This is an optimization exercise on Yosys and OpenROAD, whose aim is small area, a short achievable clock period and few clock cycles, not a production implementation.
Function was not checked in any run shown here: the RTL went through the layout flow alone.

## flow/design.v (module list and top-level ports; edited modules follow where they fit)
// module crc_channel: 3806 lines
// module crc_x2: 7 lines
module crc_channel (
    input  wire        clk,
    input  wire        rst,             
    input  wire        cmd_go,
    input  wire [2:0]  cmd_set,
    input  wire        cmd_expect_en,
    input  wire [31:0] cmd_len,
    input  wire [63:0] cmd_exp,
    input  wire        cmd_terminate,
    input  wire        in_valid,
    output wire        in_ready,
    input  wire [63:0] in_data,
    output reg         done,
    output wire [1:0]  state,
    output reg  [7:0]  code,
    output reg         match,
    output reg  [63:0] result
);
  // ...
==> flow/flow/run.sh <==
#!/bin/bash
# The standard layout (standard.sh: standard synthesis, floorplan, placement,
# CTS, routing, finish), with one change: the buffers that buffer_ports puts on
# every input and output port are sky130_fd_sc_hd__buf_2 cells instead of the
# cell buffer_ports picks by itself (clkdlybuf4s50_1, a delay cell).
# make's full output goes to flow_make.log here; each ORFS step also writes its
# own log under orfs/logs/.
set -euo pipefail
bash standard.sh 'BUFFER_PORTS_ARGS=-buffer_cell sky130_fd_sc_hd__buf_2' finish > flow_make.log 2>&1
==> flow/standard.sh <==
#!/bin/bash
# synth_recipe.tcl (not shown) runs the flow's synth.tcl, then flattens the netlist and writes it again
# the make line also repeats each setting of config.mk as NAME=value (left out here)
make -C /OpenROAD-flow-scripts/flow DESIGN_CONFIG=/design/flow/config.mk WORK_HOME=/design/flow/orfs CLKGATE_MAP_FILE= SYNTH_SCRIPT=/design/flow/synth_recipe.tcl "${@:-finish}"
==> flow/config.mk <==
export PLATFORM = sky130hd
export DESIGN_NAME = crc_channel
export DESIGN_NICKNAME = crc_channel
export VERILOG_FILES = /design/flow/design.v
export SDC_FILE = /design/flow/constraint.sdc
export NUM_CORES = 4
export LEC_CHECK = 0
export CAP_MARGIN = 20
export CORE_MARGIN = 2
export CORE_UTILIZATION = 40
export SLEW_MARGIN = 20
export SYNTH_HIERARCHICAL = 1
==> flow/constraint.sdc <==
create_clock -name core_clock -period 20.0 [get_ports {clk}]
set_input_delay 4.0000 -clock core_clock [delete_from_list [all_inputs] [get_ports {clk}]]
set_output_delay 4.0000 -clock core_clock [all_outputs]
set_load 0.01 [all_outputs]
==> key figures, run 1 <==
Outcome
  – Status: finished clean

Yosys
  – Most frequent cell after synthesis: xor2_1
  – Post-synthesis sequential element count: 369
  – Syn avg cell area: 9.080 µm²
  – Area leader, netlist: xor2_1
  – Distinct cell type count of the synthesized netlist: 77
  – Gate Count Post-Synth: 3874

Placed design
  – Place WS: 13040 ps
  – Placer's final routability congestion estimate: 1.107
  – DP HPWL: 165.4 mm
  – Placed instance area: 0.03941 mm²

Route
  – Met2 WL: 82.03 mm
  – DRT iter0 DRCs: 5556
  – Via density: 6.105

Global routing
  – Met3 usage: 0.1768
  – Initial antenna violation count: 8
  – Met1 GRT Util: 0.6287

Floorplanning
  – DIE HEIGHT: 300.6 µm
  – Die ar.: 0.09033 mm²
  – Core area: 0.08702 mm²
  – Die Wd: 300.6 µm

Final layout
  – Synthesis-to-layout area growth: 15.56%
  – Data buffer area share: 0.07110
  – Diode count: 3
  – Top cell category: multi-input combinational cells
  – Layout clock buffers: 54
  – Fraction of area in multi-input gates: 0.6390

Critical path
  – Crit path to: tail_q[36]
  – RR Endpoint: crc_q[9]
  – Delay-heaviest family, CP: buffers and inverters
  – Crit end category: flip-flop
  – CP Depth: 8

STA
  – Final WS setup: 13430 ps
  – Layout Skew: 19.15 ps
  – Min Tclk post-route: 6574 ps
  – Final hold vios: 0
  – Final setup viols: 0

Clock network
  – # Post-CTS Setup Buffers: 0

Run
  – MaxCap Viol Count: 0
==> run 2, diff against run 1 <==
--- a/flow/design.v
+++ b/flow/design.v
@@ -20,38 +20,66 @@
     localparam [7:0] REJECTED_INVALID = 8'h10;
     localparam [7:0] ABORTED_FAULT    = 8'h21;
     localparam [7:0] FAILED_CHECK     = 8'h32;
     reg        run_q;       
     reg        st_q;        
     reg        rdy_q;       
     reg        valid_q;     
     reg        pend_q;      
+    reg        first_q;     
+    reg        nb_q;        
     reg [4:0]  sel_q;       
     reg [2:0]  k_q;         
     reg [7:0]  mask_q;      
     reg        exp_en_q;
     reg [63:0] xexp_q;      
     reg [31:3] rem_q;       
     reg [63:0] head_q;      
     reg [55:0] tail_q;      
     reg [63:0] crc_q;       
+    wire       idle    = !run_q;
+    wire       invalid = cmd_set[2] & (cmd_set[1] | cmd_set[0]);
+    wire       len0    = (cmd_len == 32'd0);
+    wire       len_le8 = (cmd_len[31:4] == 28'd0) && !(cmd_len[3] && cmd_len[2:0] != 3'd0);
+    wire       start   = idle && cmd_go && !invalid && !len0;
+    wire       take    = in_valid && rdy_q;
+    wire       proc    = run_q && valid_q;
+    wire       knz     = (k_q != 3'd0);
+    wire       last    = (rem_q[31:4] == 28'd0) && !(rem_q[3] && knz);
+    wire       gt16    = (rem_q[31:5] != 27'd0) || (rem_q[4] && (rem_q[3] || knz));
+    wire [4:0] sel_in  = (cmd_set == 3'd0) ? 5'b00001 :
+                         (cmd_set == 3'd1) ? 5'b00010 :
+                         (cmd_set == 3'd2) ? 5'b00100 :
+                         (cmd_set == 3'd3) ? 5'b01000 : 5'b10000;
     wire [2:0]   kin    = run_q ? k_q : cmd_len[2:0];
-    wire [127:0] dd     = {in_data, in_data};
+    wire [4:0]   sel_fb = idle ? sel_in : (nb_q ? sel_q : 5'b00000);    
+    wire [63:0]  inv_in = {32'h0, {16{sel_fb[0] | sel_fb[1]}}, {8{sel_fb[0] | sel_fb[1] | sel_fb[2]}},
+                           {8{sel_fb[0] | sel_fb[1] | sel_fb[2] | sel_fb[3]}}};
+    wire [63:0]  d_in   = in_data ^ inv_in;
+    wire [127:0] dd     = {d_in, d_in};
     wire [63:0]  rot_in = dd >> {kin, 3'b000};
     wire [7:0]   m_in;
     wire [63:0]  head_in, tail_in;
     genvar gj;
     generate
         for (gj = 0; gj < 8; gj = gj + 1) begin : g_win
             assign head_in[8*gj +: 8] = m_in[gj] ? rot_in[8*gj +: 8] : 8'h00;
             assign tail_in[8*gj +: 8] = m_in[gj] ? 8'h00 : rot_in[8*gj +: 8];
         end
     endgenerate
     wire [63:0]  x = head_q ^ crc_q;
+    wire [63:0]  ovf = ({64{sel_q[0] & (k_q == 3'd1)}} & 64'h0000000000FFFFFF) |
+                       ({64{sel_q[0] & (k_q == 3'd2)}} & 64'h000000000000FFFF) |
+                       ({64{sel_q[0] & (k_q == 3'd3)}} & 64'h00000000000000FF) |
+                       ({64{sel_q[1] & (k_q == 3'd1)}} & 64'h0000000000FFFFFF) |
+                       ({64{sel_q[1] & (k_q == 3'd2)}} & 64'h000000000000FFFF) |
+                       ({64{sel_q[1] & (k_q == 3'd3)}} & 64'h00000000000000FF) |
+                       ({64{sel_q[2] & (k_q == 3'd1)}} & 64'h00000000000000FF);
+    wire [63:0]  add_new = last ? (first_q ? ovf : 64'h0) : {8'h00, tail_q};
     wire c0;
     crc_x2 u_c0 (.a(x[12]), .b(x[13]), .y(c0));
     wire c1;
     crc_x2 u_c1 (.a(x[18]), .b(x[36]), .y(c1));
     wire c2;
     crc_x2 u_c2 (.a(x[14]), .b(x[42]), .y(c2));
     wire c3;
     crc_x2 u_c3 (.a(x[11]), .b(x[32]), .y(c3));
@@ -3659,80 +3687,25 @@
     assign nat[59] = (sel_q[4] & crc_q[3]);
     assign nat[60] = (sel_q[4] & crc_q[4]);
     assign nat[61] = (sel_q[4] & crc_q[5]);
     assign nat[62] = (sel_q[4] & crc_q[6]);
     assign nat[63] = (sel_q[4] & crc_q[7]);
     wire [63:0] xorout  = {32'h0, {24{sel_q[0] | sel_q[1]}}, {8{sel_q[0] | sel_q[1] | sel_q[3]}}};
     wire [63:0] res_new = nat ^ xorout;
     wire        eq      = (nat == xexp_q);
-    wire       idle    = !run_q;
-    wire       invalid = cmd_set[2] & (cmd_set[1] | cmd_set[0]);
-    wire       len0    = (cmd_len == 32'd0);
-    wire       len_le8 = (cmd_len[31:4] == 28'd0) && !(cmd_len[3] && cmd_len[2:0] != 3'd0);
-    wire       start   = idle && cmd_go && !invalid && !len0;
-    wire       take    = in_valid && rdy_q;
-    wire       proc    = run_q && valid_q;
-    wire       knz     = (k_q != 3'd0);
-    wire       last    = (rem_q[31:4] == 28'd0) && !(rem_q[3] && knz);
-    wire       gt16    = (rem_q[31:5] != 27'd0) || (rem_q[4] && (rem_q[3] || knz));
-    wire [4:0] sel_in  = (cmd_set == 3'd0) ? 5'b00001 :
-                         (cmd_set == 3'd1) ? 5'b00010 :
-                         (cmd_set == 3'd2) ? 5'b00100 :
-                         (cmd_set == 3'd3) ? 5'b01000 : 5'b10000;
     wire [63:0] xo_in  = {32'h0, {24{sel_in[0] | sel_in[1]}}, {8{sel_in[0] | sel_in[1] | sel_in[3]}}};
     wire [2:0]  p_in   = 3'd0 - cmd_len[2:0];
     wire [7:0]  mask_in;
     generate
         for (gj = 0; gj < 8; gj = gj + 1) begin : g_mask
             assign mask_in[gj] = (gj >= p_in);
         end
     endgenerate
     assign m_in = run_q ? mask_q : mask_in;
-    wire [7:0]  k_in;
-    genvar gk;
-    generate
-        for (gk = 0; gk < 8; gk = gk + 1) begin : g_k
-            assign k_in[gk] = (cmd_len[2:0] == gk);
-        end
-    endgenerate
-    wire [63:0] ist0 = ({64{k_in[0]}} & 64'h00000000FFFFFFFF) |
-                      ({64{k_in[1]}} & 64'h0000000046865AA9) |
-                      ({64{k_in[2]}} & 64'h00000000AF4C9D16) |
-                      ({64{k_in[3]}} & 64'h00000000F47BF9CC) |
-                      ({64{k_in[4]}} & 64'h000000009226F562) |
-                      ({64{k_in[5]}} & 64'h00000000A32E2681) |
-                      ({64{k_in[6]}} & 64'h000000009A1C9D90) |
-                      ({64{k_in[7]}} & 64'h00000000F0958FD9);
-    wire [63:0] ist1 = ({64{k_in[0]}} & 64'h00000000FFFFFFFF) |
-                      ({64{k_in[1]}} & 64'h00000000F145FF88) |
-                      ({64{k_in[2]}} & 64'h0000000008DE2648) |
-                      ({64{k_in[3]}} & 64'h00000000CBAA9B55) |
-                      ({64{k_in[4]}} & 64'h00000000641F6454) |
-                      ({64{k_in[5]}} & 64'h0000000096DB52A8) |
-                      ({64{k_in[6]}} & 64'h000000002804363B) |
-                      ({64{k_in[7]}} & 64'h00000000A942E6BC);
-    wire [63:0] ist2 = ({64{k_in[0]}} & 64'h000000000000FFFF) |
-                      ({64{k_in[1]}} & 64'h000000000000B18D) |
-                      ({64{k_in[2]}} & 64'h00000000000025F1) |
-                      ({64{k_in[3]}} & 64'h0000000000003EDA) |
-                      ({64{k_in[4]}} & 64'h0000000000003754) |
-                      ({64{k_in[5]}} & 64'h000000000000712D) |
-                      ({64{k_in[6]}} & 64'h000000000000CF84) |
-                      ({64{k_in[7]}} & 64'h0000000000000C1E);
-    wire [63:0] ist3 = ({64{k_in[0]}} & 64'h00000000000000FF) |
-                      ({64{k_in[1]}} & 64'h000000000000000F) |
-                      ({64{k_in[2]}} & 64'h000000000000009A) |
-                      ({64{k_in[3]}} & 64'h0000000000000044) |
-                      ({64{k_in[4]}} & 64'h000000000000005A) |
-                      ({64{k_in[5]}} & 64'h0000000000000041) |
-                      ({64{k_in[6]}} & 64'h00000000000000C9) |
-                      ({64{k_in[7]}} & 64'h000000000000007D);
-    wire [63:0] ist4 = 64'h0;
-    wire [63:0] init_in = ({64{sel_in[0]}} & ist0) | ({64{sel_in[1]}} & ist1) | ({64{sel_in[2]}} & ist2) | ({64{sel_in[3]}} & ist3) | ({64{sel_in[4]}} & ist4);
     integer i;
     assign in_ready = rdy_q;
     assign state    = {1'b0, st_q};
     always @(posedge clk) begin
         head_q  <= head_in;
         tail_q  <= tail_in[55:0];
         valid_q <= take;
         if (idle) begin
@@ -3741,19 +3714,21 @@
             mask_q   <= mask_in;
             exp_en_q <= cmd_expect_en;
             xexp_q   <= cmd_exp ^ xo_in;
             rem_q    <= cmd_len[31:3];
         end else if (proc) begin
             rem_q    <= rem_q - 29'd1;
         end
         if (idle)
-            crc_q <= init_in;
+            crc_q <= 64'h0;
         else if (proc)
-            crc_q <= st_new ^ {8'h00, tail_q & {56{!last}}};
+            crc_q <= st_new ^ add_new;
+        first_q <= idle ? 1'b1 : (proc ? 1'b0 : first_q);
+        nb_q    <= (idle | nb_q) & !take;
     end
     always @(posedge clk) begin
         if (rst) begin
             run_q  <= 1'b0;
             st_q   <= 1'b0;
             rdy_q  <= 1'b1;
             pend_q <= 1'b0;
             done   <= 1'b0;
==> flow/config.mk (replaced) <==
export PLATFORM = sky130hd
export DESIGN_NAME = crc_channel
export DESIGN_NICKNAME = crc_channel
export VERILOG_FILES = /design/flow/design.v
export SDC_FILE = /design/flow/constraint.sdc
export NUM_CORES = 4
export LEC_CHECK = 0
export CAP_MARGIN = 20
export CORE_MARGIN = 2
export CORE_UTILIZATION = 50
export PLACE_DENSITY = 0.7
export SLEW_MARGIN = 20
export SYNTH_HIERARCHICAL = 1
==> key figures, run 2 <==
Yosys
  – Most frequent cell after synthesis: xor2_1
  – Area leader, netlist: xor2_1
  – Synth async-reset ratio: 0
  – Synth top area cells: xor2_1, dfxtp_1, edfxtp_1
  – Synth Area in Compound Gates: 0.09984
  – Simple-gate area share of the yosys netlist: 0.09827
  – Seq/Total Area, Yosys: 0.2449
  – Synth Warn #: 7
  – Synth top area share: 0.4879
  – Commonest cells post-synth: xor2_1, dfxtp_1, nor2_1
  – Area share of fa/ha/maj cells after synthesis: 0.001820
  – Post-synthesis mux area share: 0.02224
  – Syn avg cell area: 8.758 µm² (-3.5%)
  – Post-synthesis sequential element count: 371 (+0.54%)
  – Gate Count Post-Synth: 3925 (+1.3%)
  – Distinct cell type count of the synthesized netlist: 64 (-17%)
  – Mapped Area: 0.03438 mm²
  – Number of flops mapped to enable cells by yosys: 99
  – Synth Area in XOR/XNOR: 0.5078
  – Synth Flop Type: dfxtp_1
  – Largest family of logic cells by synthesized area: XOR/XNOR gates

Global routing
  – Largest net degree at the start of global routing: 170
  – Vias in the first global route: 31895
  – Total gr overflow: 0
  – First-pass GRT wire length: 269.1 mm
  – Initial antenna violation count: 8 (unchanged)
  – Total track usage: 0.5618

Route
  – Drt pass-1 iters: 11
  – DRT iter0 DRCs: 6611 (+19%)
  – Via count: 34453
  – Via density: 6.641 (+8.8%)
  – Final ANT Viol Nets: 0
  – Final wirelength: 205.9 mm
  – WL/cell: 39.68 µm
  – DR DRC count: 0

Clock network
  – CTS tree: built
  – # Post-CTS Setup Buffers: 0 (unchanged)
  – Cts bufs inserted: 37
  – Worst-skew pair later-pin latency: 580 ps
  – H-tree depth: 2
  – Hold_buf cts: 0
  – CTS max path bufs: 3
  – CTS resizes: 0
  – Clk pin slew, worst setup/hold paths: 60 ps
  – Sink Count: 371
  – Clk root buf: clkbuf_16

Final layout
  – Synthesis-to-layout area growth: 15.49% (about the same)
  – Commonest non-fill, non-tap cell in the layout: xor2_1
  – Most frequent cells in the layout: xor2_1, dfxtp_1, nor2_1
  – Fillers: 5916
  – Post-route design area: 0.03970 mm²
  – Share of cells above drive strength 1: 0.1508
  – Final net count: 4443
  – Final Non-Filler Cells: 5188

Placed design
  – IO buf count: 240
  – Placer's final routability congestion estimate: 1.203 (+8.7%)
  – Dpl cells: 5107
  – Placed instance area: 0.03841 mm² (-2.5%)
  – DP HPWL: 153.6 mm (-7.2%)

Critical path
  – CP max stage delay: 750 ps
  – CP Depth: 9 (+1)
  – R2R cell count: 13
  – RR Endpoint: crc_q[30]
  – CP startpoint: cmd_len[0]
  – Slowest CP cell: a21oi_1
  – Startpoint Class: primary input
  – WP data arrival: 6920 ps
  – Crit end category: flip-flop
  – CP Buf/Inv Count: 3
  – CP Max Fanout: 10
  – Crit path to: head_q[29]
  – Crit path cell chain: buf_2, inv_1, ha_1, ha_1, nor2_1, a21oi_1, clkinv_1, nand2_1, o22ai_1
  – R2R Setup Slk: 14030 ps
  – Kind of critical path: primary input to flip-flop
  – Crit-path most repeated cell: ha_1
  – Delay-heaviest family, CP: compound AO/OA/AOI/OAI gates
  – Worst Path Required: 20390 ps
  – Critical R2R Launch: crc_q[19]

STA
  – Slew @ Worst Pin: 1295 ps
  – Max-slew headroom: 0.1370
  – Min Tclk post-route: 6527 ps (-46.60 ps)
  – Final setup viols: 0 (unchanged)
  – Layout Skew: 36.99 ps (+17.84 ps)
  – Final hold vios: 0 (unchanged)
  – Setup Total Neg Slack: 0 ps
  – WHS: 450.5 ps
  – Slew Limit Fails: 0
  – RSZ-0062 raised after global routing: no
  – Tcrit/Tclk final: 0.3264
  – Max frequency: 0.1532 GHz

Outcome
  – Status: finished clean

Floorplanning
  – Core area: 0.06835 mm² (-21%)
  – Die Wd: 266.2 µm (-11%)
  – Rows: 96
  – Starting Density: 0.5030
  – DIE HEIGHT: 266.2 µm (-11%)
  – Die ar.: 0.07087 mm² (-22%)
  – Num ports: 246

Min path
  – Hold WC Path Type: flip-flop to flip-flop

Run
  – MaxCap Viol Count: 0 (unchanged)
-- run 2: per-stage QoR --
step,util,setup WS [ps]
floorplan,-,14100
global placement,0.5613,13280
detailed placement,0.5619,13130
CTS,0.5794,13630
global route,0.5806,13330
finish,0.5809,13470
-- run 2: cell type report --
cell class                 instances  area, µm²  area share
antenna                            8      20.02   0.0005042
clock buffer                      48       1031     0.02597
clock inverter                    20      165.2    0.004160
inverter                          23      88.84    0.002238
multi-input combinational       3344      25760      0.6489
sequential                       371       8421      0.2121
tap                              882       1104     0.02780
timing repair buffer             492       3112     0.07838
-- run 2: logic make-up after synthesis --
family,Yosys count
AOI/OAI and AO/OA,519
xor gates and xnor gates,1993
buffers and inverters,214
muxes,76
DFF,371
and+or+nand+nor,746
adders and majority gates,5
other,1
-- run 2: per-module statistics from Yosys (local to each module, per instance) --
| module | cell area, µm² | cells | times used | flip-flops and latches |
|---|---|---|---|---|
| crc_channel | 19120 | 2183 | 1 | 371 |
| crc_x2 | 8.758 | 1 | 1742 | 0 |
-- run 2: worst min path at each step --
stage                from         end  cells past startpoint
5_1_grt        result[57]  result[57]                      2
3_3_place_gp   result[62]  result[62]                      2
3_5_place_dp   result[34]  result[34]                      2
6_report       result[39]  result[39]                      2
2_1_floorplan        st_q        st_q                      2
4_1_cts        result[34]  result[34]                      2
-- run 2: metal layers --
layer / track usage / vias to the layer above / wire, µm
met5: 0 / - / 115
met4: 0.4411 / 10 / 20190
met3: 0.3256 / 999 / 36460
met2: 0.7274 / 3505 / 76420
met1: 0.6662 / 16270 / 72700
li1: - / 13669 / -
-- run 2: worst min-delay path: cells and delay by family, from the launching register on --
kind	cells	cell delay, ps
DFF	1	310
and+or+nand+nor	1	50
AOI/OAI and AO/OA	1	50
==> run 3, diff against run 2 <==
--- a/flow/config.mk
+++ b/flow/config.mk
@@ -7,7 +7,6 @@
 export LEC_CHECK = 0
 export CAP_MARGIN = 20
 export CORE_MARGIN = 2
-export CORE_UTILIZATION = 50
-export PLACE_DENSITY = 0.7
+export CORE_UTILIZATION = 40
 export SLEW_MARGIN = 20
 export SYNTH_HIERARCHICAL = 1
==> key figures, run 3 <==
Placed design
  – Placer's final routability congestion estimate: 1.126 (-6.5%)
  – Placed instance area: 0.03893 mm² (+1.4%)
  – Dpl cells: 5376 (+5.3%)
  – DP HPWL: 167.5 mm (+9.1%)
  – IO buf count: 240 (unchanged)

Final layout
  – Post-route design area: 0.04029 mm² (+1.5%)
  – Most frequent cells in the layout: xor2_1, dfxtp_1, nor2_1
  – Commonest non-fill, non-tap cell in the layout: xor2_1
  – Share of cells above drive strength 1: 0.1560 (+0.005206)
  – Final Non-Filler Cells: 5447 (+5.0%)
  – Synthesis-to-layout area growth: 17.19%
  – Final net count: 4448 (+0.11%)

Yosys
  – Post-synthesis sequential element count: 371 (unchanged)
  – Synth async-reset ratio: 0 (unchanged)
  – Synth Warn #: 7 (unchanged)
  – Synth Flop Type: dfxtp_1
  – Distinct cell type count of the synthesized netlist: 64 (unchanged)
  – Seq/Total Area, Yosys: 0.2449 (unchanged)
  – Synth top area cells: xor2_1, dfxtp_1, edfxtp_1
  – Synth top area share: 0.4879 (unchanged)
  – Commonest cells post-synth: xor2_1, dfxtp_1, nor2_1
  – Most frequent cell after synthesis: xor2_1
  – Mapped Area: 0.03438 mm² (unchanged)
  – Number of flops mapped to enable cells by yosys: 99 (unchanged)
  – Gate Count Post-Synth: 3925 (unchanged)
  – Syn avg cell area: 8.758 µm² (unchanged)
  – Area leader, netlist: xor2_1

Min path
  – Endpoint, Worst Hold: result[40]
  – Hold WC Path Type: flip-flop to flip-flop
  – HP Start: result[40]
  – Hold Crit Depth: 2 (unchanged)

STA
  – Final hold vios: 0 (unchanged)
  – RSZ-0062 raised after global routing: no
  – Slew @ Worst Pin: 1327 ps (+32.44 ps)
  – Max-slew headroom: 0.1124 (-0.02462)
  – Layout Skew: 20.41 ps (-16.58 ps)
  – Slew Limit Fails: 0 (unchanged)
  – Max frequency: 0.1532 GHz (about the same)
  – Final setup viols: 0 (unchanged)
  – Setup Total Neg Slack: 0 ps (unchanged)
  – Min Tclk post-route: 6527 ps (-0.3000 ps)
  – Tcrit/Tclk final: 0.3263 (about the same)

Route
  – Via density: 6.075 (-8.5%)
  – DR DRC count: 0 (unchanged)
  – DRT iter0 DRCs: 5326 (-19%)
  – Final wirelength: 214.8 mm (+4.3%)
  – Final ANT Viol Nets: 0 (unchanged)
  – WL/cell: 39.43 µm (-0.64%)
  – Via count: 33090 (-4.0%)
  – Drt pass-1 iters: 8 (-3)

Clock network
  – Hold_buf cts: 0 (unchanged)
  – CTS resizes: 0 (unchanged)
  – # Post-CTS Setup Buffers: 0 (unchanged)
  – H-tree depth: 2 (unchanged)
  – Clk pin slew, worst setup/hold paths: 70 ps (about the same)
  – Worst-skew pair later-pin latency: 560 ps (-20 ps)
  – CTS max path bufs: 3 (unchanged)
  – Sink Count: 371 (unchanged)
  – Clk root buf: clkbuf_16
  – Cts bufs inserted: 37 (unchanged)
  – CTS tree: built

Global routing
  – Total track usage: 0.4681 (-0.09369)
  – Largest net degree at the start of global routing: 78 (-54%)
  – Initial antenna violation count: 4 (-4)
  – Total gr overflow: 0 (unchanged)
  – First-pass GRT wire length: 278.3 mm (+3.4%)
  – Vias in the first global route: 30191 (-5.3%)

Critical path
  – Startpoint Class: flip-flop
  – RR Endpoint: crc_q[15]
  – R2R cell count: 14 (+1)
  – Crit end category: flip-flop
  – CP Max Fanout: 10 (unchanged)
  – Worst Path Required: 20400 ps (about the same)
  – Critical R2R Launch: crc_q[12]
  – R2R Setup Slk: 13470 ps (-560 ps)
  – Kind of critical path: flip-flop to flip-flop
  – WP data arrival: 6930 ps (about the same)

Floorplanning
  – DIE HEIGHT: 297.2 µm (+12%)
  – Starting Density: 0.4037 (-0.09925)
  – Num ports: 246 (unchanged)
  – Die ar.: 0.08830 mm² (+25%)
  – Core area: 0.08515 mm² (+25%)
  – Rows: 107 (+11%)
  – Die Wd: 297.2 µm (+12%)

Outcome
  – Status: finished clean

Run
  – MaxCap Viol Count: 0 (unchanged)
run 3: cell counts after synthesis:
No cell type changed its count.
run 3: layer usage:
layer  share of wire  GRT usage  routed length [µm]  vias up
li1                -          -                   -    13656
met1            0.41     0.6254               87010    16336
met2            0.38     0.6327               82390     2507
met3            0.14     0.1830               29930      587
met4           0.072     0.2695               15420        4
met5         0.00013          0                  27        -
run 3: cell type report:
| class | count | area, µm² |
|---|---|---|
| Antenna cell | 1 | 2.502 |
| Clock buffer | 55 | 1149 |
| Clock inverter | 12 | 130.1 |
| Fill cell | 8427 | 44860 |
| Inverter | 23 | 88.84 |
| Multi-Input combinational cell | 3344 | 25910 |
| Sequential cell | 371 | 8423 |
| Tap cell | 1144 | 1431 |
| Timing Repair Buffer | 497 | 3148 |
run 3: worst max-delay path, stage by stage, from the launching register on:
cell and delay [ps]:
dfxtp_1 790, xor2_1 640, buf_4 390, xor2_1 260
buf_4 280, xor2_2 690, buf_4 280, xor2_1 150
buf_4 420, xor2_1 210, xor2_1 740, xor2_1 220
a221oi_1 980, xnor2_1 190, o21ai_0 80
run 3: modules after synthesis (local to each module, per instance):
module	flip-flops and latches	cells	times used	area [µm²]
crc_channel	371	2183	1	19120
crc_x2	0	1	1742	8.758
run 3: per-stage QoR:
step                      hold slack, ps  setup WS, ps  utilization
after CTS                          448.1         13750       0.4722
after global routing               468.2         13520       0.4731
after global placement             437.2         13240       0.4571
after floorplan                    450.0         14100            -
final                              448.1         13470       0.4731
after detailed placement           439.7         13170       0.4572
run 3: worst max path at each step:
stage | startpoint | to | cells past startpoint
floorplan | cmd_len[0] | head_q[24] | 8
global placement | cmd_len[0] | mask_q[1] | 7
detailed placement | cmd_len[0] | head_q[25] | 9
CTS | cmd_len[0] | head_q[24] | 9
global route | cmd_len[0] | tail_q[15] | 8
finish | crc_q[12] | crc_q[15] | 14
run 3: cells by family (layout without fill, tap and decap cells):
| logic type | after synthesis | after routing | share of synthesized area |
|---|---|---|---|
| multiplexers | 76 | 76 | 0.02224 |
| buffers and inverters | 214 | 587 | 0.02508 |
| XOR/XNOR | 1993 | 1993 | 0.5078 |
| flip-flops | 371 | 371 | 0.2449 |
| AND/OR/NAND/NOR | 746 | 746 | 0.09827 |
| adder cells (fa/ha/maj) | 5 | 5 | 0.001820 |
| AO/OA/AOI/OAI | 519 | 519 | 0.09984 |
| other | 1 | 6 | 0.0001091 |

-- port drivers added, routing unchanged --
No port has a modelled driver above. Below, the same layouts with a new extraction and two added sets of constraints. Step 1 (the two cells are an assumption about what drives the block):
set clk [get_ports {clk}]
set_driving_cell -lib_cell sky130_fd_sc_hd__clkbuf_16 $clk
set_driving_cell -lib_cell sky130_fd_sc_hd__buf_2 [delete_from_list [all_inputs] $clk]
Step 2 times the ports against the registers' clock, not the clock port: input delays grow and output delays shrink by t, the midpoint of the rising clock arrivals with the driver on. a / b / c = ideal ports / drivers / drivers and shift; a / b = the first two.
run | t, ns | setup WS [ns] | latest minus earliest clock arrival (ns) | worst register clock-pin slew, ns | cell pins on the clock port's net
run 1 | 0.618 | 13.426 / 13.436 / 12.818 | 0.019 / 0.020 | 0.08 / 0.08 | 1
run 2 | 0.615 | 13.473 / 13.509 / 12.893 | 0.037 / 0.037 | 0.07 / 0.07 | 1
run 3 | 0.613 | 13.473 / 13.473 / 13.025 | 0.021 / 0.021 | 0.08 / 0.08 | 1
After both steps setup and hold are still met in every run listed. For run 1, which loses most, drivers alone change the setup slack by +0.010 ns; drivers and shift together by -0.608 ns.
